This is an optimization exercise on Yosys and OpenROAD, whose aim is small area, a short achievable clock period and few clock cycles per item, not a production implementation.
The RTL was checked by simulation tests, not by an equivalence proof against the original design.

== wip/tundra ==
Design viterbi_dec, start of the top module:
module viterbi_dec (
    input  wire        clk,
    input  wire        rst,
    input  wire        start,
    input  wire [2:0]  cfg_n,        
    input  wire [29:0] cfg_gen,      
    input  wire [4:0]  cfg_fb,       
    input  wire [1:0]  cfg_shift,    
    input  wire [12:0] cfg_nstage,   
    output wire        ready,
    input  wire        in_valid,
    input  wire [47:0] in_llr,
    output wire        in_ready,
    output reg         out_valid,
    output reg         out_bit,
    output reg         out_last
);
For scale: roughly 110 I/O pins, about 100000 µm² of cells after synthesis.
==> flow/config.mk <==
export PLATFORM = sky130hd
export DESIGN_NAME = viterbi_dec
export DESIGN_NICKNAME = viterbi_dec
export VERILOG_FILES = /design/flow/design.v
export SDC_FILE = /design/flow/constraint.sdc
export NUM_CORES = 4
export LEC_CHECK = 0
export ABC_AREA = 1
export CAP_MARGIN = 20
export CORE_MARGIN = 2
export CORE_UTILIZATION = 45
export CTS_CLUSTER_DIAMETER = 80
export CTS_CLUSTER_SIZE = 24
export SLEW_MARGIN = 60
==> flow/constraint.sdc <==
create_clock -name core_clock -period 18.0 [get_ports {clk}]
set_input_delay 3.6000 -clock core_clock [delete_from_list [all_inputs] [get_ports {clk}]]
set_output_delay 3.6000 -clock core_clock [all_outputs]
set_load 0.01 [all_outputs]
standard.sh (not shown) runs the stock make flow with config.mk's settings and CLKGATE_MAP_FILE= SYNTH_SCRIPT=/design/flow/synth_recipe.tcl, a recipe that flattens the netlist after the stock synthesis.
==> flow/flow/run.sh <==
#!/bin/bash
# The standard layout, with the input and output port buffers in
# sky130_fd_sc_hd__buf_2 instead of the cell buffer_ports picks by itself.
set -euo pipefail
export BUFFER_PORTS_ARGS="-buffer_cell sky130_fd_sc_hd__buf_2"
bash standard.sh > standard.log 2>&1
Testbench counts of wip/tundra, summed over its fixed seeds: cycles 11,441, items 10,881.
[inputs] wip/pepper vs wip/tundra
Settings: CORE_UTILIZATION now 50, was 45.
## What came out
- Status: number of global-route vias before repair parity (wip/pepper, wip/tundra)
- Re largest stage delay on the critical path: wip/pepper is 0.11 ns down on wip/tundra.
- wip/tundra → wip/pepper: global-route usage moved up, post-layout instance area shrank by 0.41%, worst-skew pair later-pin latency stayed essentially flat.
- Lower via count goes to wip/tundra over wip/pepper.
- The higher clock skew came out of wip/pepper.
- wip/pepper: full flow OK, the timing, design-rule and antenna checks passed
- | number of antenna violations at the first check in global routing | lower: wip/tundra |
- Final estimated routing congestion in global placement across wip/pepper and wip/tundra: no real change.
The inputs of wip/cedar differ from those of wip/pepper as listed below.
Settings: swapping 60 for 50 in SLEW_MARGIN; swapping 50 for 45 in CORE_UTILIZATION.
## What came out
- The post-detailed-placement half-perimeter wirelength in wip/pepper is 1.05 times that in wip/cedar.
- [compare] base=wip/pepper new=wip/cedar: number of antenna violations at the first check in global routing down 4; clock skew up 0.0076 ns.
- Reported for wip/pepper and wip/cedar, number of instances in the synthesized netlist turned out identical to the last digit.
- Number of port buffers: wip/cedar vs wip/pepper identical
- wip/cedar gives less final worst hold slack than wip/pepper did.
- The more densely filled core belongs to wip/pepper, not wip/cedar.
- Compared with wip/pepper, wip/cedar shows row count higher by about 5.5%.
- Against wip/pepper, global-route wire length before repair in wip/cedar fell slightly.
Setup changes, wip/cedar to wip/violet
Settings: a change of CTS_CLUSTER_DIAMETER from 80 to 100; a change of CTS_CLUSTER_SIZE from 24 to 30; a change of SLEW_MARGIN from 50 to 60.
Results
wip/violet and wip/cedar ended up with roughly the same total wire length.
Summary of wip/violet over wip/cedar: first-iteration DRC count shows a reduction of about 3.5%; minimum setup slack in the final design rose 0.25 ns; share of the clock period used by the worst path after layout now sits lower.
First element of the critical path = g5[0]: wip/violet; first element of the critical path = shift[0]: wip/cedar
Status: count of non-filler cells in the finished layout parity (wip/violet, wip/cedar)
Against wip/cedar as the reference, wip/violet delivers a lower slew at the pin with the worst max-slew slack.
The master of the slowest instance on the critical path comes out fa_1 in one run and edfxtp_1 in the other, namely in wip/violet and wip/cedar respectively.
Diff wip/violet..wip/cedar | total non-filler cell area in the finished layout | negligible

## afterwards: timing with drivers on the ports
No port has a modelled driver above. Below, the same layouts with a new extraction and two added sets of constraints. Step 1: set_driving_cell puts a clkbuf_16 on clk and a buf_2 on each other input, an assumption about the parent block. Step 2, shift: input delay + t, output delay - t, t = (earliest + latest rising clock arrival at the registers) / 2. This alone moves slack from input paths to output paths. Slacks: ideal ports / drivers / drivers and shift; pairs: ideal ports / drivers.
run | t, ns | slack for setup (ns) | worst register clock-pin slew, ns
wip/tundra | 0.895 | 13.097 / 13.000 / 13.097 | 0.10 / 0.10
wip/pepper | 0.893 | 12.979 / 12.918 / 12.979 | 0.10 / 0.10
wip/cedar | 0.902 | 12.852 / 12.852 / 12.852 | 0.10 / 0.10
wip/violet | 0.875 | 13.101 / 13.012 / 13.101 | 0.12 / 0.12
After both steps every run listed still meets setup and hold.
